Source: an optimization exercise on an open RTL-to-GDS flow (aim: small area and a short achievable clock period). Production flows keep margins and buffers that such runs may drop. In this exercise RTL edits were held to simulation tests only and were not proved equivalent to the original.

==> flow/config.mk <==
export PLATFORM = sky130hd
export DESIGN_NAME = rse_compose
export DESIGN_NICKNAME = rse_compose
export VERILOG_FILES = /design/flow/design.v
export SDC_FILE = /design/flow/constraint.sdc
export NUM_CORES = 4
export LEC_CHECK = 0
export CAP_MARGIN = 20
export CORE_MARGIN = 2
export CORE_UTILIZATION = 40
export SLEW_MARGIN = 20
==> flow/constraint.sdc <==
create_clock -name core_clock -period 20.0 [get_ports {clk}]
set_input_delay 4.0000 -clock core_clock [delete_from_list [all_inputs] [get_ports {clk}]]
set_output_delay 4.0000 -clock core_clock [all_outputs]
set_load 0.01 [all_outputs]
==> flow/design.v <==
module rse_compose (
    input  wire        clk,
    input  wire        rst,
    input  wire        in_valid,
    input  wire [11:0] bg_y,
    input  wire [11:0] bg_cb,
    input  wire [11:0] bg_cr,
    input  wire        l0_cover,
    input  wire [7:0]  l0_alpha,
    input  wire [1:0]  l0_depth,
    input  wire [15:0] l0_y,
    input  wire [15:0] l0_cb,
    input  wire [15:0] l0_cr,
    input  wire        l1_cover,
    input  wire [7:0]  l1_alpha,
    input  wire [1:0]  l1_depth,
    input  wire [15:0] l1_y,
    input  wire [15:0] l1_cb,
    input  wire [15:0] l1_cr,
    input  wire        l2_cover,
    input  wire [7:0]  l2_alpha,
    input  wire [1:0]  l2_depth,
    input  wire [15:0] l2_y,
    input  wire [15:0] l2_cb,
    input  wire [15:0] l2_cr,
    input  wire        l3_cover,
    input  wire [7:0]  l3_alpha,
    input  wire [1:0]  l3_depth,
    input  wire [15:0] l3_y,
    input  wire [15:0] l3_cb,
    input  wire [15:0] l3_cr,
    output reg         out_valid,
    output reg  [11:0] out_y,
    output reg  [11:0] out_cb,
    output reg  [11:0] out_cr
);
    reg        v0;
    reg [11:0] c0_y, c0_cb, c0_cr;           
    reg [3:0]  cov0;
    reg [7:0]  a0 [0:3];
    reg [11:0] sy0 [0:3];
    reg [11:0] scb0 [0:3];
    reg [11:0] scr0 [0:3];
    wire [1:0]  dep [0:3];
    wire [15:0] ry  [0:3];
    wire [15:0] rcb [0:3];
    wire [15:0] rcr [0:3];
    assign dep[0] = l0_depth; assign ry[0] = l0_y; assign rcb[0] = l0_cb; assign rcr[0] = l0_cr;
    assign dep[1] = l1_depth; assign ry[1] = l1_y; assign rcb[1] = l1_cb; assign rcr[1] = l1_cr;
    assign dep[2] = l2_depth; assign ry[2] = l2_y; assign rcb[2] = l2_cb; assign rcr[2] = l2_cr;
    assign dep[3] = l3_depth; assign ry[3] = l3_y; assign rcb[3] = l3_cb; assign rcr[3] = l3_cr;
    integer l;
    always @(posedge clk) begin
        if (rst) begin
            v0 <= 1'b0;
        end else begin
            v0 <= in_valid;
        end
        if (in_valid) begin
            c0_y  <= bg_y;
            c0_cb <= bg_cb;
            c0_cr <= bg_cr;
            cov0  <= {l3_cover, l2_cover, l1_cover, l0_cover};
            a0[0] <= l0_alpha;
            a0[1] <= l1_alpha;
            a0[2] <= l2_alpha;
            a0[3] <= l3_alpha;
            for (l = 0; l < 4; l = l + 1) begin
                case (dep[l])
                    2'd1: begin
                        sy0[l]  <= {ry[l][9:0],  2'b00};
                        scb0[l] <= {rcb[l][9:0], 2'b00};
                        scr0[l] <= {rcr[l][9:0], 2'b00};
                    end
                    2'd2: begin
                        sy0[l]  <= ry[l][11:0];
                        scb0[l] <= rcb[l][11:0];
                        scr0[l] <= rcr[l][11:0];
                    end
                    default: begin
                        sy0[l]  <= {ry[l][7:0],  4'b0000};
                        scb0[l] <= {rcb[l][7:0], 4'b0000};
                        scr0[l] <= {rcr[l][7:0], 4'b0000};
                    end
                endcase
            end
        end
    end
    reg        v   [1:4];
    reg [11:0] cy  [1:4];
    reg [11:0] ccb [1:4];
    reg [11:0] ccr [1:4];
    reg [3:0]  cov [1:4];
    reg [7:0]  a   [1:4][0:3];
    reg [11:0] sy  [1:4][0:3];
    reg [11:0] scb [1:4][0:3];
    reg [11:0] scr [1:4][0:3];
    wire        st_v   [1:4];
    wire [11:0] st_y   [1:4];
    wire [11:0] st_cb  [1:4];
    wire [11:0] st_cr  [1:4];
    wire [3:0]  st_cov [1:4];
    wire [7:0]  st_a   [1:4];
    wire [11:0] st_ly  [1:4];
    wire [11:0] st_lcb [1:4];
    wire [11:0] st_lcr [1:4];
    assign st_v[1]   = v0;
    assign st_y[1]   = c0_y;
    assign st_cb[1]  = c0_cb;
    assign st_cr[1]  = c0_cr;
    assign st_cov[1] = cov0;
    assign st_a[1]   = a0[0];
    assign st_ly[1]  = sy0[0];
    assign st_lcb[1] = scb0[0];
    assign st_lcr[1] = scr0[0];
    genvar k;
    generate
        for (k = 2; k <= 4; k = k + 1) begin : g_in
            assign st_v[k]   = v[k-1];
            assign st_y[k]   = cy[k-1];
            assign st_cb[k]  = ccb[k-1];
            assign st_cr[k]  = ccr[k-1];
            assign st_cov[k] = cov[k-1];
            assign st_a[k]   = a[k-1][k-1];
            assign st_ly[k]  = sy[k-1][k-1];
            assign st_lcb[k] = scb[k-1][k-1];
            assign st_lcr[k] = scr[k-1][k-1];
        end
        for (k = 1; k <= 4; k = k + 1) begin : g_stage
            wire [7:0]  alpha = st_a[k];
            wire [7:0]  beta  = 8'd255 - alpha;
            wire [19:0] num_y  = alpha * st_ly[k]  + beta * st_y[k]  + 20'd127;
            wire [19:0] num_cb = alpha * st_lcb[k] + beta * st_cb[k] + 20'd127;
            wire [19:0] num_cr = alpha * st_lcr[k] + beta * st_cr[k] + 20'd127;
            wire [19:0] q_y  = num_y  / 20'd255;
            wire [19:0] q_cb = num_cb / 20'd255;
            wire [19:0] q_cr = num_cr / 20'd255;
            wire        use_layer = st_cov[k][k-1];
            integer m;
            always @(posedge clk) begin
                if (rst)
                    v[k] <= 1'b0;
                else
                    v[k] <= st_v[k];
                if (st_v[k]) begin
                    cy[k]  <= use_layer ? q_y[11:0]  : st_y[k];
                    ccb[k] <= use_layer ? q_cb[11:0] : st_cb[k];
                    ccr[k] <= use_layer ? q_cr[11:0] : st_cr[k];
                    cov[k] <= st_cov[k];
                    for (m = k; m < 4; m = m + 1) begin
                        if (k == 1) begin
                            a[k][m]   <= a0[m];
                            sy[k][m]  <= sy0[m];
                            scb[k][m] <= scb0[m];
                            scr[k][m] <= scr0[m];
                        end else begin
                            a[k][m]   <= a[k-1][m];
                            sy[k][m]  <= sy[k-1][m];
                            scb[k][m] <= scb[k-1][m];
                            scr[k][m] <= scr[k-1][m];
                        end
                    end
                end
            end
        end
    endgenerate
    always @(posedge clk) begin
        if (rst) begin
            out_valid <= 1'b0;
            out_y     <= 12'd0;
            out_cb    <= 12'd0;
            out_cr    <= 12'd0;
        end else begin
            out_valid <= v[4];
            if (v[4]) begin
                out_y  <= cy[4];
                out_cb <= ccb[4];
                out_cr <= ccr[4];
            end
        end
    end
endmodule
==> flow/run.sh <==
#!/bin/bash
# synth_recipe.tcl (not shown) runs the flow's synth.tcl, then flattens the netlist and writes it again
# the make line also repeats each setting of config.mk as NAME=value (left out here)
make -C /OpenROAD-flow-scripts/flow DESIGN_CONFIG=/design/flow/config.mk WORK_HOME=/design/flow/orfs CLKGATE_MAP_FILE= SYNTH_SCRIPT=/design/flow/synth_recipe.tcl finish
==> load_flow_metrics.sql, run 1 <==
INSERT INTO impl_metrics (metric_group, metric, value, unit) VALUES
('route', 'drcViolationCount', '0', ''),
('synth', 'ys_dominant_reg_cell', 'sky130_fd_sc_hd__edfxtp_1', ''),
('route', 'first_pass_iters', '6', ''),
('route', 'dr.first_iter.drc_count', '7436', ''),
('sta', 'timing.final.hold_violations', '0', ''),
('synth', 'synth-edff-count', '630', ''),
('floorplan', 'coreArea', '347000', 'um2'),
('final_layout', 'final_core_utilization', '43.1', '%'),
('clocking', 'number_of_buffers_created_by_cts', '93', ''),
('sta', 'worstMarginPinSlew', '1150', 'ps'),
('run_status', 'status', 'finished clean', ''),
('setup_path', 'critPathMaxStageDelay', '830', 'ps'),
('floorplan', 'floorplan.io_pins', '312', ''),
('clocking', 'clock_tree.htree_level_count', '3', ''),
('sta', 'final-max-slew-violation-count', '0', ''),
('setup_path', 'critPathBufInv', '6', ''),
('setup_path', 'timing.setup.critical_path_class', 'reg -> reg', ''),
('global_routing', 'overflow', '0', ''),
('setup_path', 'path_delay_family', 'compound AO/OA/AOI/OAI gates', ''),
('setup_path', 'worst-path-max-fanout', '57', ''),
('hold_path', 'hold_path_class', 'reg -> reg', ''),
('synth', 'synthesis.yosys.warnings', '14', ''),
('clocking', 'tritoncts', 'done', ''),
('placed_design', 'portBuffers', '263', ''),
('clocking', 'clock_transition_time_at_the_flip_flop_clock_pins_of_the_worst_setup_and_hold_paths', '60', 'ps'),
('synth', 'syn-instance-count', '16000', ''),
('clocking', 'cts_buffer_depth', '4', ''),
('synth', 'postSynthAreaPerCell', '8.73', 'um2'),
('final_layout', 'areaGrowthSynthToFinish', '7.20', '%'),
('sta', 'fin_tns_setup', '0', 'ps'),
('hold_path', 'min-delay-start', 'scb0[1][1]$_DFFE_PP_', ''),
('setup_path', 'worst_reg2reg_endpoint', 'cy[4][0]$_DFFE_PP_', ''),
('clocking', 'cts_hold_buf', '0', ''),
('setup_path', 'most_frequent_cell_on_the_critical_path', 'sky130_fd_sc_hd__fa_1', ''),
('clocking', 'cts_setup_buffers', '0', ''),
('hold_path', 'whs_endpoint', 'scb[1][1]$_DFFE_PP_', ''),
('sta', 'layout_min_cycle_time', '17250', 'ps'),
('floorplan', 'dieHeight', '594', 'um'),
('global_routing', 'vias_in_the_first_global_route', '115000', ''),
('setup_path', 'startpoint_type', 'flip-flop', ''),
('clocking', 'clock_sinks', '672', ''),
('route', 'wl_per_cell', '18.6', 'um'),
('floorplan', 'num_rows', '216', ''),
('clocking', 'post_cts_resized', '0', ''),
('setup_path', 'timing.critical_path.slowest_stage_cell', 'sky130_fd_sc_hd__mux2i_1', ''),
('synth', 'seq_area_frac_synth', '14.2', '%'),
('global_routing', 'grt_first_pass_wirelength', '624000', 'um'),
('sta', 'max_clock_freq', '58.0', 'MHz'),
('sta', 'setup_repair_after_global_routing_missed_its_margin', 'no', ''),
('sta', 'finalCritPeriodShare', '86.2', '%'),
('synth', 'yosys_register_bits', '672', ''),
('placed_design', 'preCtsSetupSlack', '3000', 'ps'),
('route', 'viasPerCell', '5.56', ''),
('global_routing', 'grt_max_degree', '73', ''),
('sta', 'finalClockSkew', '62.7', 'ps'),
('setup_path', 'cp-startpoint', 'a[11][5]$_DFFE_PP_', ''),
('synth', 'synthesis.area', '139000', 'um2'),
('sta', 'hold-worst-slack', '389', 'ps'),
('setup_path', 'regToRegSetupSlack', '2750', 'ps'),
('floorplan', 'die-area', '353000', 'um2'),
('synth', 'yosys.cell_types.count', '163', ''),
('placed_design', 'dp.final_hpwl', '301000', 'um'),
('route', 'vias', '114000', ''),
('floorplan', 'initial_utilization', '40.2', '%'),
('sta', 'layout_setup_ws', '2750', 'ps');
==> layout by cell type, fill, tap and decap left out, types with 261 or more instances in the layout <==
cell	netlist	layout
sky130_fd_sc_hd__inv_1	2451	2451
sky130_fd_sc_hd__nand2_1	1379	1379
sky130_fd_sc_hd__a21oi_1	548	548
sky130_fd_sc_hd__and2_1	632	632
sky130_fd_sc_hd__edfxtp_1	630	630
sky130_fd_sc_hd__ha_1	788	787
sky130_fd_sc_hd__clkdlybuf4s50_1	0	261
sky130_fd_sc_hd__nor2_1	867	867
sky130_fd_sc_hd__xnor2_1	340	340
sky130_fd_sc_hd__nor2b_1	583	583
sky130_fd_sc_hd__fa_1	1908	1908
sky130_fd_sc_hd__nor3_1	311	311
sky130_fd_sc_hd__nand3_1	340	340
sky130_fd_sc_hd__nand2b_1	692	692
sky130_fd_sc_hd__o21ai_0	502	502
==> registers in the layout, indices dropped and copies added (netlist names), 6 cells and up <==
| name | count |
|---|---|
| sy | 72 |
| out_cr | 12 |
| a | 48 |
| c0_y | 12 |
| cy | 48 |
| scb0 | 48 |
| scr0 | 48 |
| c0_cb | 12 |
| c0_cr | 12 |
| scb | 72 |
| out_y | 12 |
| ccr | 48 |
| cov | 6 |
| sy0 | 48 |
| out_cb | 12 |
| a0 | 32 |
| ccb | 48 |
| scr | 72 |
==> worst max path at each step <==
stage                                endpoint  slack [ps]  depth (start not counted)
after floorplan            cy[2][0]$_DFFE_PP_        5970                         47
after global placement     cy[1][0]$_DFFE_PP_        3170                         49
after detailed placement  ccr[4][0]$_DFFE_PP_        3000                         47
after CTS                 ccr[4][0]$_DFFE_PP_        2890                         47
after global routing      ccb[4][0]$_DFFE_PP_        1640                         46
final                      cy[4][0]$_DFFE_PP_        2750                         50
==> Yosys cell counts, types with 79 or more instances <==
cell                       instances  area share [%]
sky130_fd_sc_hd__ha_1            788             7.1
sky130_fd_sc_hd__nor3_1          311             1.1
sky130_fd_sc_hd__nand2b_1        692             3.1
sky130_fd_sc_hd__edfxtp_1        630              14
sky130_fd_sc_hd__o31ai_1          79            0.43
sky130_fd_sc_hd__a21o_1          152            0.82
sky130_fd_sc_hd__or2_2            97            0.44
sky130_fd_sc_hd__nand3_1         340             1.2
sky130_fd_sc_hd__nor4_1          100            0.45
sky130_fd_sc_hd__a22oi_1         147            0.79
sky130_fd_sc_hd__nor2b_1         583             2.6
sky130_fd_sc_hd__a211oi_1        131            0.71
sky130_fd_sc_hd__o211ai_1        152            0.82
sky130_fd_sc_hd__and2_1          632             2.8
sky130_fd_sc_hd__clkbuf_1        448             1.2
sky130_fd_sc_hd__inv_1          2451             6.6
sky130_fd_sc_hd__nand2_1        1379             3.7
sky130_fd_sc_hd__xnor2_1         340             2.1
sky130_fd_sc_hd__and3_1          121            0.54
sky130_fd_sc_hd__mux2i_1         118            0.85
sky130_fd_sc_hd__a31oi_1         171            0.77
sky130_fd_sc_hd__o21a_1          135            0.73
sky130_fd_sc_hd__nand4_1         129            0.58
sky130_fd_sc_hd__o21ai_0         502             1.8
sky130_fd_sc_hd__or3_1           123            0.55
sky130_fd_sc_hd__fa_1           1908              27
sky130_fd_sc_hd__nor2_1          867             2.3
sky130_fd_sc_hd__a21oi_1         548             2.0
sky130_fd_sc_hd__xor2_1          169             1.1
==> per-layer routing <==
| metal | vias to the layer above | wire, um | share of wire, % | GRT usage [%] |
|---|---|---|---|---|
| met5 | - | 68 | 0.018 | 0 |
| met4 | 10 | 10300 | 2.7 | 5.54 |
| met3 | 438 | 15300 | 4.0 | 1.83 |
| met2 | 2537 | 186000 | 49 | 37.7 |
| met1 | 57200 | 169000 | 44 | 28.5 |
| li1 | 54000 | - | - | - |
==> kinds of logic (layout without fill, tap and decap cells) <==
| group | after synthesis | after routing | share of synthesized area [%] |
|---|---|---|---|
| simple gates | 5701 | 5701 | 21.6 |
| compound gates | 3187 | 3187 | 16.7 |
| buf+inv | 2999 | 2976 | 8.19 |
| fa+ha+maj | 2706 | 2706 | 34.5 |
| flops | 672 | 672 | 14.2 |
| xor+xnor | 529 | 529 | 3.46 |
| mux | 174 | 174 | 1.31 |
| other cells | 0 | 3 | 0 |
==> area by class of cell <==
cell class                 instances  area, um2
inverter                        2451       9200
antenna                            3       7.51
multi-input combinational      12300     108000
clock inverter                    63        739
tap                             4578       5730
clock buffer                     104       2400
timing repair buffer             358       3370
sequential                       672      19800
fill                           34500     197000
==> worst reg2reg max path: cells and delay by family, from the launching register on <==
family / cells / cell delay, ps
compound gates: 19 / 5640
xor+xnor: 1 / 670
fa+ha+maj: 8 / 3850
buf+inv: 6 / 1020
flops: 1 / 810
mux: 4 / 2000
simple gates: 12 / 2990
==> per-stage QoR <==
step                instance area, um2  cells
floorplan                       139000  16000
global placement                146000  20400
detailed placement              146000  20400
CTS                             150000  20500
global route                    150000  20500
finish                          150000  20500
==> run 2, diff against run 1 <==
==> flow/design.v (replaced) <==
module rse_compose (
    input  wire        clk,
    input  wire        rst,
    input  wire        in_valid,
    input  wire [11:0] bg_y,
    input  wire [11:0] bg_cb,
    input  wire [11:0] bg_cr,
    input  wire        l0_cover,
    input  wire [7:0]  l0_alpha,
    input  wire [1:0]  l0_depth,
    input  wire [15:0] l0_y,
    input  wire [15:0] l0_cb,
    input  wire [15:0] l0_cr,
    input  wire        l1_cover,
    input  wire [7:0]  l1_alpha,
    input  wire [1:0]  l1_depth,
    input  wire [15:0] l1_y,
    input  wire [15:0] l1_cb,
    input  wire [15:0] l1_cr,
    input  wire        l2_cover,
    input  wire [7:0]  l2_alpha,
    input  wire [1:0]  l2_depth,
    input  wire [15:0] l2_y,
    input  wire [15:0] l2_cb,
    input  wire [15:0] l2_cr,
    input  wire        l3_cover,
    input  wire [7:0]  l3_alpha,
    input  wire [1:0]  l3_depth,
    input  wire [15:0] l3_y,
    input  wire [15:0] l3_cb,
    input  wire [15:0] l3_cr,
    output reg         out_valid,
    output reg  [11:0] out_y,
    output reg  [11:0] out_cb,
    output reg  [11:0] out_cr
);
    function [11:0] widen(input [1:0] depth, input [15:0] raw);
        case (depth)
            2'd1:    widen = {raw[9:0], 2'b00};
            2'd2:    widen = raw[11:0];
            default: widen = {raw[7:0], 4'b0000};
        endcase
    endfunction
    function [19:0] numer(input [7:0] alpha, input [11:0] s, input [11:0] o);
        integer i;
        begin
            numer = 20'd128;
            for (i = 0; i < 8; i = i + 1)
                numer = numer + ((alpha[i] ? {8'd0, s} : {8'd0, o}) << i);
        end
    endfunction
    function [11:0] div255(input [19:0] z);
        reg [27:0] x;
        begin
            x = {z, 8'd0} + {8'd0, z} + {16'd0, z[19:8]};
            div255 = x[27:16];
        end
    endfunction
    reg        v0;
    reg [35:0] c0;
    reg [43:0] l0 [0:3];       
    always @(posedge clk) begin
        v0 <= in_valid & ~rst;
        c0 <= {bg_y, bg_cb, bg_cr};
        l0[0] <= {l0_cover ? l0_alpha : 8'd0,
                  widen(l0_depth, l0_y), widen(l0_depth, l0_cb), widen(l0_depth, l0_cr)};
        l0[1] <= {l1_cover ? l1_alpha : 8'd0,
                  widen(l1_depth, l1_y), widen(l1_depth, l1_cb), widen(l1_depth, l1_cr)};
        l0[2] <= {l2_cover ? l2_alpha : 8'd0,
                  widen(l2_depth, l2_y), widen(l2_depth, l2_cb), widen(l2_depth, l2_cr)};
        l0[3] <= {l3_cover ? l3_alpha : 8'd0,
                  widen(l3_depth, l3_y), widen(l3_depth, l3_cb), widen(l3_depth, l3_cr)};
    end
    reg        vn [0:3];
    reg [59:0] zn [0:3];
    reg        vd [0:3];
    reg [35:0] od [0:3];
    reg [175:0] ln [0:3];
    reg [175:0] ld [0:3];
    wire        vi [0:3];
    wire [35:0] oi [0:3];
    wire [175:0] li [0:3];
    assign vi[0] = v0;
    assign oi[0] = c0;
    assign li[0] = {l0[3], l0[2], l0[1], l0[0]};
    genvar k;
    generate
        for (k = 0; k < 4; k = k + 1) begin : g_layer
            if (k > 0) begin : g_in
                assign vi[k] = vd[k-1];
                assign oi[k] = od[k-1];
                assign li[k] = ld[k-1];
            end
            wire [7:0]  alpha = li[k][44*k+43:44*k+36];
            wire [35:0] smp   = li[k][44*k+35:44*k];
            always @(posedge clk) begin
                vn[k] <= vi[k] & ~rst;
                zn[k] <= {numer(alpha, smp[35:24], oi[k][35:24]),
                          numer(alpha, smp[23:12], oi[k][23:12]),
                          numer(alpha, smp[11:0],  oi[k][11:0])};
                ln[k] <= li[k];
                vd[k] <= vn[k] & ~rst;
                od[k] <= {div255(zn[k][59:40]), div255(zn[k][39:20]), div255(zn[k][19:0])};
                ld[k] <= ln[k];
            end
        end
    endgenerate
    always @(*) begin
        out_valid = vd[3];
        {out_y, out_cb, out_cr} = od[3];
    end
endmodule
--- a/flow/config.mk
+++ b/flow/config.mk
@@ -7,5 +7,8 @@
 export LEC_CHECK = 0
 export CAP_MARGIN = 20
 export CORE_MARGIN = 2
-export CORE_UTILIZATION = 40
+export CORE_UTILIZATION = 65
+export CTS_BUF_LIST = sky130_fd_sc_hd__clkbuf_8
+export CTS_CLUSTER_SIZE = 30
+export PLACE_DENSITY = 0.75
 export SLEW_MARGIN = 20
==> load_flow_metrics.sql, run 2 <==
INSERT INTO impl_metrics (metric_group, metric, value, unit) VALUES
('floorplan', 'die_w', '348', 'um'),
('setup_path', 'timing.critical_path.arrival', '1870', 'ps'),
('setup_path', 'regToRegStartpoint', 'l0[0][41]$_SDFF_PN0_', ''),
('sta', 'worstMarginPinSlew', '1100', 'ps'),
('clocking', 'clock_sinks', '1133', ''),
('floorplan', 'initial_utilization', '65.3', '%'),
('final_layout', 'areaGrowthSynthToFinish', '10.5', '%'),
('setup_path', 'critPathMaxStageDelay', '570', 'ps'),
('setup_path', 'cp-end-kind', 'output pin', ''),
('sta', 'layout_min_cycle_time', '5870', 'ps'),
('synth', 'yosys.cell_count.top_type', 'sky130_fd_sc_hd__dfxtp_1', ''),
('final_layout', 'layout_net_count', '9122', ''),
('clocking', 'post_cts_resized', '0', ''),
('final_layout', 'register_cell_area_after_layout', '22700', 'um2'),
('synth', 'postSynthAreaPerCell', '11.1', 'um2'),
('synth', 'postSynthNetCount', '8838', ''),
('setup_path', 'cp.depth', '1', ''),
('synth', 'yosys.cell_types.count', '76', ''),
('hold_path', 'min-delay-start', 'ln[1][163]$_DFF_P_', ''),
('setup_path', 'timing.setup.critical_path_class', 'reg -> out', ''),
('synth', 'post-synth-top-area-fraction', '29.5', '%'),
('synth', 'seq_area_frac_synth', '29.5', '%'),
('floorplan', 'dieHeight', '348', 'um'),
('route', 'route.antenna.remaining_nets', '0', ''),
('clocking', 'clock_tree.htree_level_count', '4', ''),
('setup_path', 'worst_reg_to_reg_path_cell_count', '16', ''),
('final_layout', 'multi_input_comb_area', '49500', 'um2'),
('route', 'wl', '160000', 'um'),
('clocking', 'clock_transition_time_at_the_flip_flop_clock_pins_of_the_worst_setup_and_hold_paths', '60', 'ps'),
('setup_path', 'critPathBufInv', '1', ''),
('sta', 'timing.final.hold_violations', '0', ''),
('run_status', 'status', 'finished clean', ''),
('sta', 'timing.max_slew.rel_slack', '26.7', '%'),
('global_routing', 'vias_in_the_first_global_route', '53300', ''),
('global_routing', 'overflow', '0', ''),
('floorplan', 'coreArea', '118000', 'um2'),
('synth', 'synthesis.yosys.warnings', '8', ''),
('synth', 'yosys_register_bits', '1133', ''),
('sta', 'finalCritPeriodShare', '29.3', '%'),
('placed_design', 'placedInstanceArea', '80900', 'um2'),
('setup_path', 'cp_cell_sequence', 'clkdlybuf4s50_1', ''),
('final_layout', 'postLayoutCellArea', '84900', 'um2'),
('sta', 'final-max-slew-violation-count', '0', ''),
('sta', 'finalClockSkew', '55.0', 'ps'),
('final_layout', 'commonest_non_fill_non_tap_cells_in_the_layout', 'sky130_fd_sc_hd__dfxtp_1, sky130_fd_sc_hd__inv_1, sky130_fd_sc_hd__ha_1, sky130_fd_sc_hd__fa_1, sky130_fd_sc_hd__mux2i_1', ''),
('final_layout', 'mostFrequentLayoutCell', 'sky130_fd_sc_hd__dfxtp_1', ''),
('placed_design', 'dp.final_hpwl', '123000', 'um'),
('synth', 'ys_dominant_reg_cell', 'sky130_fd_sc_hd__dfxtp_1', ''),
('synth', 'synthesis.area', '76800', 'um2'),
('final_layout', 'layout_cell_share_with_drive_strength_beyond_1', '11.1', '%'),
('setup_path', 'worst-path-max-fanout', '1', ''),
('clocking', 'cts_hold_buf', '0', ''),
('route', 'first_pass_iters', '6', ''),
('route', 'vias', '49800', ''),
('floorplan', 'die-area', '121000', 'um2'),
('synth', 'synth_top_area_cell', 'sky130_fd_sc_hd__dfxtp_1', ''),
('setup_path', 'path_delay_family', 'buffers and inverters', ''),
('clocking', 'number_of_buffers_created_by_cts', '177', ''),
('sta', 'fin_tns_setup', '0', 'ps'),
('setup_path', 'worst_reg2reg_endpoint', 'zn[0][59]$_DFF_P_', ''),
('sta', 'finalSetupViolCount', '0', ''),
('setup_path', 'timing.critical_path.slowest_stage_cell', 'sky130_fd_sc_hd__clkdlybuf4s50_1', ''),
('final_layout', 'filler_cell_count', '8518', ''),
('synth', 'synth_async_sr_flop_share', '0', '%'),
('placed_design', 'globalplace.congestion', '0.906', ''),
('route', 'drcViolationCount', '0', ''),
('route', 'dr.first_iter.drc_count', '2116', ''),
('route', 'viasPerCell', '5.60', ''),
('clocking', 'cts_root_buf', 'sky130_fd_sc_hd__clkbuf_8', ''),
('synth', 'syn-instance-count', '6947', ''),
('sta', 'hold-worst-slack', '288', 'ps'),
('floorplan', 'floorplan.io_pins', '312', ''),
('global_routing', 'global_route.usage.total', '27.3', '%'),
('synth', 'synthTopCellsByArea', 'sky130_fd_sc_hd__dfxtp_1, sky130_fd_sc_hd__fa_1, sky130_fd_sc_hd__ha_1, sky130_fd_sc_hd__mux2i_1, sky130_fd_sc_hd__mux2_2', ''),
('clocking', 'cts_setup_buffers', '0', ''),
('hold_path', 'worst_hold_path.num_cells', '0', ''),
('sta', 'max_clock_freq', '170', 'MHz'),
('global_routing', 'grt_first_pass_wirelength', '267000', 'um'),
('synth', 'synth-edff-count', '0', ''),
('floorplan', 'num_rows', '126', ''),
('setup_path', 'required', '16000', 'ps'),
('synth', 'synth_common_cells', 'sky130_fd_sc_hd__dfxtp_1, sky130_fd_sc_hd__inv_1, sky130_fd_sc_hd__ha_1, sky130_fd_sc_hd__fa_1, sky130_fd_sc_hd__mux2i_1', ''),
('sta', 'setup_repair_after_global_routing_missed_its_margin', 'no', ''),
('clocking', 'cts_buffer_depth', '3', ''),
('setup_path', 'regToRegSetupSlack', '14380', 'ps'),
('clocking', 'tritoncts', 'done', ''),
('final_layout', 'top_regs', 'ld x264, ln x264, zn x240', ''),
('hold_path', 'hold_path_class', 'reg -> reg', ''),
('clocking', 'clk-insertion-delay-late', '940', 'ps'),
('placed_design', 'portBuffers', '263', ''),
('global_routing', 'grt_max_degree', '55', ''),
('hold_path', 'whs_endpoint', 'ld[1][163]$_DFF_P_', ''),
('global_routing', 'grt_antenna_before_repair', '7', ''),
('run', 'cap_violations', '0', ''),
('setup_path', 'startpoint_type', 'flip-flop', ''),
('route', 'wl_per_cell', '18.0', 'um');
## run 2: cell types whose count changed after synthesis, moves of 301 or more
cell	delta
sky130_fd_sc_hd__inv_1	-1425
sky130_fd_sc_hd__o21ai_0	-331
sky130_fd_sc_hd__nor2_1	-715
sky130_fd_sc_hd__mux2_2	+387
sky130_fd_sc_hd__edfxtp_1	-630
sky130_fd_sc_hd__nor2b_1	-550
sky130_fd_sc_hd__fa_1	-1116
sky130_fd_sc_hd__and2_1	-566
sky130_fd_sc_hd__dfxtp_1	+1091
sky130_fd_sc_hd__nand2b_1	-681
sky130_fd_sc_hd__a21oi_1	-363
sky130_fd_sc_hd__mux2i_1	+599
sky130_fd_sc_hd__nand2_1	-1153
sky130_fd_sc_hd__clkbuf_1	-301
## run 2: layout make-up
type / instances / share of cell area (%)
Tap cell: 1536 / 2.26
Clock buffer: 213 / 3.45
Timing Repair Buffer: 298 / 3.41
Inverter: 1026 / 4.54
Sequential cell: 1133 / 26.8
Multi-Input combinational cell: 4595 / 58.4
Clock inverter: 99 / 1.15
Antenna cell: 1 / 0.00295
## run 2: cells by family (layout without fill, tap and decap cells)
group | Yosys count | in the layout | share of synthesized area, %
other | 0 | 1 | 0
DFF | 1133 | 1133 | 29.5
adders and majority gates | 1616 | 1616 | 34.1
xor gates and xnor gates | 286 | 286 | 3.26
AOI/OAI and AO/OA | 799 | 799 | 6.83
muxes | 1152 | 1152 | 15.7
buffers and inverters | 1219 | 1636 | 5.96
and+or+nand+nor | 742 | 742 | 4.62
## run 2: worst max path at each step
stage | start | to | slack [ps]
2_1_floorplan | ld[0][82]$_DFF_P_ | zn[1][15]$_DFF_P_ | 14770
4_1_cts | od[3][24]$_DFF_P_ | out_y[0] | 14000
3_5_place_dp | l0_depth[1] | l0[0][23]$_DFF_P_ | 13920
6_report | od[3][24]$_DFF_P_ | out_y[0] | 14130
5_1_grt | od[3][24]$_DFF_P_ | out_y[0] | 14030
3_3_place_gp | l2_depth[0] | l0[2][33]$_DFF_P_ | 13970
## run 2: per-layer routing
metal	part of all wire, %	global-route usage [%]
met3	3.8	4.40
met5	0.013	0
met4	3.1	9.69
met2	51	49.3
met1	42	32.7
## run 2: per-stage QoR
stage               setup WS [ps]  util [%]  instances
floorplan                   14770         -       6947
global placement            13970      68.8       8588
detailed placement          13920      68.8       8588
CTS                         14000      72.1       8900
global route                14030      72.1       8901
finish                      14130      72.1       8901
==> run 3, diff against run 2 <==
--- a/flow/config.mk
+++ b/flow/config.mk
@@ -7,8 +7,5 @@
 export LEC_CHECK = 0
 export CAP_MARGIN = 20
 export CORE_MARGIN = 2
-export CORE_UTILIZATION = 65
-export CTS_BUF_LIST = sky130_fd_sc_hd__clkbuf_8
-export CTS_CLUSTER_SIZE = 30
-export PLACE_DENSITY = 0.75
+export CORE_UTILIZATION = 40
 export SLEW_MARGIN = 20
==> load_flow_metrics.sql, run 3 <==
INSERT INTO impl_metrics (metric_group, metric, value, unit) VALUES
('synth', 'yosys_register_bits', '1133', ''),
('synth', 'synthesis.yosys.warnings', '8', ''),
('sta', 'hold-worst-slack', '293', 'ps'),
('placed_design', 'placedInstanceArea', '82200', 'um2'),
('placed_design', 'preCtsSetupSlack', '13720', 'ps'),
('global_routing', 'vias_in_the_first_global_route', '52600', ''),
('run', 'cap_violations', '0', ''),
('floorplan', 'floorplan.io_pins', '312', ''),
('synth', 'syn-instance-count', '6947', ''),
('sta', 'layout_setup_ws', '14280', 'ps'),
('floorplan', 'initial_utilization', '40.3', '%'),
('final_layout', 'areaGrowthSynthToFinish', '12.4', '%'),
('synth', 'synth_top_area_cell', 'sky130_fd_sc_hd__dfxtp_1', ''),
('setup_path', 'cp_cell_sequence', 'clkdlybuf4s50_1', ''),
('synth', 'postSynthNetCount', '8838', ''),
('clocking', 'cts_buffer_depth', '3', ''),
('setup_path', 'cp-end-kind', 'output pin', ''),
('clocking', 'clock_sinks', '1133', ''),
('sta', 'finalCritPeriodShare', '28.6', '%'),
('setup_path', 'critPathBufInv', '1', ''),
('clocking', 'cts_hold_buf', '0', ''),
('route', 'first_pass_iters', '5', ''),
('final_layout', 'layout_net_count', '9067', ''),
('setup_path', 'worst-path-max-fanout', '1', ''),
('route', 'drcViolationCount', '0', ''),
('final_layout', 'top_regs', 'ld x264, ln x264, zn x240', ''),
('route', 'viasPerCell', '4.98', ''),
('synth', 'synthTopCellsByArea', 'sky130_fd_sc_hd__dfxtp_1, sky130_fd_sc_hd__fa_1, sky130_fd_sc_hd__ha_1, sky130_fd_sc_hd__mux2i_1, sky130_fd_sc_hd__mux2_2', ''),
('route', 'route.antenna.remaining_nets', '0', ''),
('sta', 'timing.max_slew.rel_slack', '29.4', '%'),
('setup_path', 'timing.critical_path.arrival', '1720', 'ps'),
('synth', 'yosys.cell_types.count', '76', ''),
('route', 'wl', '166000', 'um'),
('sta', 'timing.final.hold_violations', '0', ''),
('final_layout', 'instances_no_fill', '9787', ''),
('setup_path', 'critPathMaxStageDelay', '560', 'ps'),
('clocking', 'cts_setup_buffers', '0', ''),
('clocking', 'clock_transition_time_at_the_flip_flop_clock_pins_of_the_worst_setup_and_hold_paths', '60', 'ps'),
('floorplan', 'num_rows', '160', ''),
('floorplan', 'coreArea', '190000', 'um2'),
('floorplan', 'die_w', '442', 'um'),
('final_layout', 'postLayoutCellArea', '86300', 'um2'),
('placed_design', 'dp.final_hpwl', '129000', 'um'),
('setup_path', 'worst_reg_to_reg_path_cell_count', '18', ''),
('clocking', 'clk-insertion-delay-late', '780', 'ps'),
('clocking', 'tritoncts', 'done', ''),
('synth', 'synth_common_cells', 'sky130_fd_sc_hd__dfxtp_1, sky130_fd_sc_hd__inv_1, sky130_fd_sc_hd__ha_1, sky130_fd_sc_hd__fa_1, sky130_fd_sc_hd__mux2i_1', ''),
('synth', 'yosys.cell_count.top_type', 'sky130_fd_sc_hd__dfxtp_1', ''),
('sta', 'fin_tns_setup', '0', 'ps'),
('placed_design', 'portBuffers', '263', ''),
('final_layout', 'mostFrequentLayoutCell', 'sky130_fd_sc_hd__dfxtp_1', ''),
('sta', 'worstMarginPinSlew', '1060', 'ps'),
('synth', 'synthesis.area', '76800', 'um2'),
('route', 'wl_per_cell', '17.0', 'um'),
('sta', 'finalClockSkew', '37.6', 'ps'),
('floorplan', 'die-area', '196000', 'um2'),
('setup_path', 'timing.setup.critical_path_class', 'reg -> out', ''),
('clocking', 'number_of_buffers_created_by_cts', '120', ''),
('global_routing', 'grt_max_degree', '55', ''),
('sta', 'setup_repair_after_global_routing_missed_its_margin', 'no', ''),
('setup_path', 'cp.depth', '1', ''),
('sta', 'final-max-slew-violation-count', '0', ''),
('setup_path', 'path_delay_family', 'buffers and inverters', ''),
('route', 'vias', '48700', ''),
('floorplan', 'dieHeight', '442', 'um'),
('final_layout', 'final_core_utilization', '45.4', '%'),
('setup_path', 'required', '16000', 'ps'),
('route', 'dr.first_iter.drc_count', '1786', ''),
('clocking', 'cts_root_buf', 'sky130_fd_sc_hd__clkbuf_16', ''),
('final_layout', 'layout_cell_share_with_drive_strength_beyond_1', '10.4', '%'),
('global_routing', 'grt_first_pass_wirelength', '276000', 'um'),
('hold_path', 'hold_path_class', 'reg -> reg', ''),
('hold_path', 'worst_hold_path.num_cells', '0', ''),
('clocking', 'clock_tree.htree_level_count', '3', ''),
('placed_design', 'globalplace.congestion', '0.844', ''),
('sta', 'finalSetupViolCount', '0', ''),
('global_routing', 'global_route.usage.total', '17.2', '%'),
('synth', 'seq_area_frac_synth', '29.5', '%'),
('run_status', 'status', 'finished clean', ''),
('synth', 'synth-edff-count', '0', ''),
('setup_path', 'startpoint_type', 'flip-flop', ''),
('global_routing', 'overflow', '0', ''),
('clocking', 'post_cts_resized', '0', ''),
('setup_path', 'timing.critical_path.slowest_stage_cell', 'sky130_fd_sc_hd__clkdlybuf4s50_1', ''),
('synth', 'ys_dominant_reg_cell', 'sky130_fd_sc_hd__dfxtp_1', ''),
('synth', 'synth_async_sr_flop_share', '0', '%'),
('placed_design', 'cell_total_after_placement', '9565', ''),
('synth', 'postSynthAreaPerCell', '11.1', 'um2'),
('final_layout', 'commonest_non_fill_non_tap_cells_in_the_layout', 'sky130_fd_sc_hd__dfxtp_1, sky130_fd_sc_hd__inv_1, sky130_fd_sc_hd__ha_1, sky130_fd_sc_hd__fa_1, sky130_fd_sc_hd__mux2i_1', ''),
('sta', 'max_clock_freq', '175', 'MHz'),
('sta', 'layout_min_cycle_time', '5720', 'ps'),
('global_routing', 'grt_antenna_before_repair', '6', ''),
('synth', 'post-synth-top-area-fraction', '29.5', '%');
-- run 3: worst paths after layout --
kind                      start           endpoint  slack, ps
min           ln[0][69]$_DFF_P_  ld[0][69]$_DFF_P_        290
max           od[3][24]$_DFF_P_           out_y[0]      14280
max reg2reg  ld[2][174]$_DFF_P_  zn[3][19]$_DFF_P_      14440
min reg2reg   ln[0][69]$_DFF_P_  ld[0][69]$_DFF_P_        290
-- run 3: cell type report --
cell class | count | area, um2
fill | 17600 | 104000
multi-input combinational | 4595 | 49500
sequential | 1133 | 22700
inverter | 1026 | 3850
clock buffer | 144 | 3210
tap | 2511 | 3140
timing repair buffer | 300 | 2910
clock inverter | 77 | 953
antenna | 1 | 2.50
-- run 3: kinds of logic after synthesis --
logic type | count (synthesis) | share of synthesized area [%]
muxes | 1152 | 15.7
xor gates and xnor gates | 286 | 3.26
DFF | 1133 | 29.5
AOI/OAI and AO/OA | 799 | 6.83
adders and majority gates | 1616 | 34.1
buffers and inverters | 1219 | 5.96
and+or+nand+nor | 742 | 4.62
-- run 3: worst reg2reg max path: cells and delay by family (launching register included) --
family | cells | cell delay [ps]
adders and majority gates | 5 | 2140
AOI/OAI and AO/OA | 6 | 1320
DFF | 1 | 760
buffers and inverters | 5 | 750
muxes | 1 | 300
xor gates and xnor gates | 1 | 150
-- run 3: per-layer routing --
layer / track usage [%] / wire (um) / up-vias / share of wire [%]
li1: - / - / 23800 / -
met1: 21.7 / 74700 / 24000 / 45
met2: 30.2 / 81600 / 725 / 49
met3: 2.21 / 5180 / 250 / 3.1
met4: 5.55 / 5000 / 0 / 3.0
met5: 0 / 0 / - / 0
==> run 4, diff against run 3 <==
==> flow/flow/run.sh (new file) <==
#!/bin/bash
# The standard layout, with plain buffers (not delay cells) on the ports.
set -euo pipefail
export BUFFER_PORTS_ARGS="-buffer_cell sky130_fd_sc_hd__buf_2"
bash standard.sh > make_flow.log 2>&1
==> flow/standard.sh (new file) <==
#!/bin/bash
# synth_recipe.tcl (not shown) runs the flow's synth.tcl, then flattens the netlist and writes it again
# the make line also repeats each setting of config.mk as NAME=value (left out here)
make -C /OpenROAD-flow-scripts/flow DESIGN_CONFIG=/design/flow/config.mk WORK_HOME=/design/flow/orfs CLKGATE_MAP_FILE= SYNTH_SCRIPT=/design/flow/synth_recipe.tcl "${@:-finish}"
removed: flow/run.sh
==> load_flow_metrics.sql, run 4 <==
INSERT INTO impl_metrics (metric_group, metric, value, unit) VALUES
('global_routing', 'global_route.usage.total', '17.0', '%'),
('placed_design', 'globalplace.congestion', '0.844', ''),
('setup_path', 'timing.setup.critical_path_class', 'reg -> reg', ''),
('route', 'dr.first_iter.drc_count', '2119', ''),
('sta', 'max_clock_freq', '179', 'MHz'),
('synth', 'synth_top_area_cell', 'sky130_fd_sc_hd__dfxtp_1', ''),
('global_routing', 'grt_max_degree', '55', ''),
('clocking', 'tritoncts', 'done', ''),
('clocking', 'number_of_buffers_created_by_cts', '118', ''),
('clocking', 'cts_setup_buffers', '0', ''),
('setup_path', 'cp_cell_sequence', 'buf_4 -> mux2i_1 -> fa_1 -> fa_1 -> fa_1 -> inv_1 -> ha_1 -> ha_1 -> fa_1 -> a21o_1 -> a21oi_1 -> o21ai_1 -> a31o_2 -> a211o_1 -> a31oi_1 -> o21bai_1 -> xnor2_1', ''),
('clocking', 'cts_hold_buf', '0', ''),
('sta', 'final-max-slew-violation-count', '0', ''),
('final_layout', 'top_regs', 'ld x264, ln x264, zn x240', ''),
('synth', 'yosys_register_bits', '1133', ''),
('synth', 'postSynthAreaPerCell', '11.1', 'um2'),
('global_routing', 'overflow', '0', ''),
('floorplan', 'dieHeight', '442', 'um'),
('placed_design', 'dp.final_hpwl', '129000', 'um'),
('synth', 'postSynthNetCount', '8838', ''),
('final_layout', 'postLayoutCellArea', '85000', 'um2'),
('clocking', 'post_cts_resized', '0', ''),
('run_status', 'status', 'finished clean', ''),
('setup_path', 'worst-path-max-fanout', '22', ''),
('setup_path', 'path_delay_family', 'adder cells', ''),
('sta', 'timing.max_slew.rel_slack', '32.7', '%'),
('route', 'wl_per_cell', '16.9', 'um'),
('floorplan', 'die_w', '442', 'um'),
('synth', 'post-synth-top-area-fraction', '29.5', '%'),
('synth', 'ys_dominant_reg_cell', 'sky130_fd_sc_hd__dfxtp_1', ''),
('floorplan', 'floorplan.io_pins', '312', '');
## run 4: cell types whose count changed in the layout (fill, tap and decap cells not counted), sizes merged
cell / previous run / this run
buf: 37 / 300
clkdlybuf4s50: 263 / 0
clkinvlp: 18 / 7
clkbuf: 144 / 149
diode: 1 / 3
inv: 1046 / 1044
bufinv: 10 / 11
## run 4: metrics by stage
| step | worst slack, ps | utilization (%) |
|---|---|---|
| global route | 14080 | 44.6 |
| finish | 14430 | 44.6 |
| global placement | 14110 | 42.5 |
| CTS | 14380 | 44.6 |
| floorplan | 14770 | - |
| detailed placement | 14100 | 42.5 |
## run 4: worst paths after layout
| kind | from | end | slack (ps) | cells past startpoint |
|---|---|---|---|---|
| setup / recovery | ld[2][173]$_DFF_P_ | zn[3][59]$_DFF_P_ | 14430 | 17 |
| hold / removal | l0[1][5]$_DFF_P_ | ln[0][49]$_DFF_P_ | 310 | 0 |
| setup reg to reg | ld[2][173]$_DFF_P_ | zn[3][59]$_DFF_P_ | 14430 | 17 |
| hold reg to reg | l0[1][5]$_DFF_P_ | ln[0][49]$_DFF_P_ | 310 | 0 |
## run 4: worst register-to-register path: cells and delay by family, from the launching register on
| family | cells | cell delay (ps) |
|---|---|---|
| flops | 1 | 740 |
| xor+xnor | 1 | 120 |
| fa+ha+maj | 6 | 2380 |
| compound gates | 7 | 1370 |
| mux | 1 | 300 |
| buf+inv | 2 | 570 |
## run 4: kinds of logic (layout without fill, tap and decap cells)
logic type,count (synthesis),count (layout),synth area share [%]
xor+xnor,286,286,3.26
buf+inv,1219,1540,5.96
simple gates,742,742,4.62
other cells,0,3,0
mux,1152,1152,15.7
compound gates,799,799,6.83
flops,1133,1133,29.5
fa+ha+maj,1616,1616,34.1
## run 4: routing by layer
metal  track usage [%]  vias up  share of wire (%)
li1                  -    23800                  -
met2              30.1      826                 49
met1              21.4    24000                 44
met5                 0        -                  0
met4              5.46        0                2.8
met3              1.98      250                3.4
## run 4: cell type report
cell class,count,area (um2)
Inverter,1026,3850
Clock inverter,65,865
Clock buffer,149,3230
Tap cell,2511,3140
Multi-Input combinational cell,4595,49500
Sequential cell,1133,22700
Timing Repair Buffer,300,1590
Fill cell,17800,105000
Antenna cell,3,7.51

-- port drivers added, routing unchanged --
No port has a modelled driver above. Below, the same layouts with a new extraction and two added sets of constraints. Step 1, drivers: a clkbuf_16 drives clk and a buf_2 each remaining input, both assumed. Step 2 times the ports against the registers' clock, not the clock port: input delays grow and output delays shrink by t, the midpoint of the rising clock arrivals with the driver on. a / b / c = no drivers / after step 1 / after step 2; a / b = the first two.
run	t (ns)	slack for setup (ns)	hold WS [ns]	clock arrival spread, ns	worst data-port slew with drivers (ns)
run 1	0.935	2.753 / 2.753 / 2.753	0.389 / 0.389 / 0.389	0.063 / 0.063	0.17
run 2	0.987	14.132 / 14.059 / 13.888	0.288 / 0.288 / 0.288	0.063 / 0.063	0.11
run 3	0.852	14.282 / 14.194 / 13.820	0.293 / 0.293 / 0.293	0.055 / 0.056	0.09
run 4	0.840	14.425 / 14.425 / 14.168	0.306 / 0.306 / 0.306	0.066 / 0.065	0.07
After both steps setup and hold are still met in every run listed. The setup slack of run 3, which loses most, moves by -0.088 ns with the drivers and by -0.462 ns with both steps.
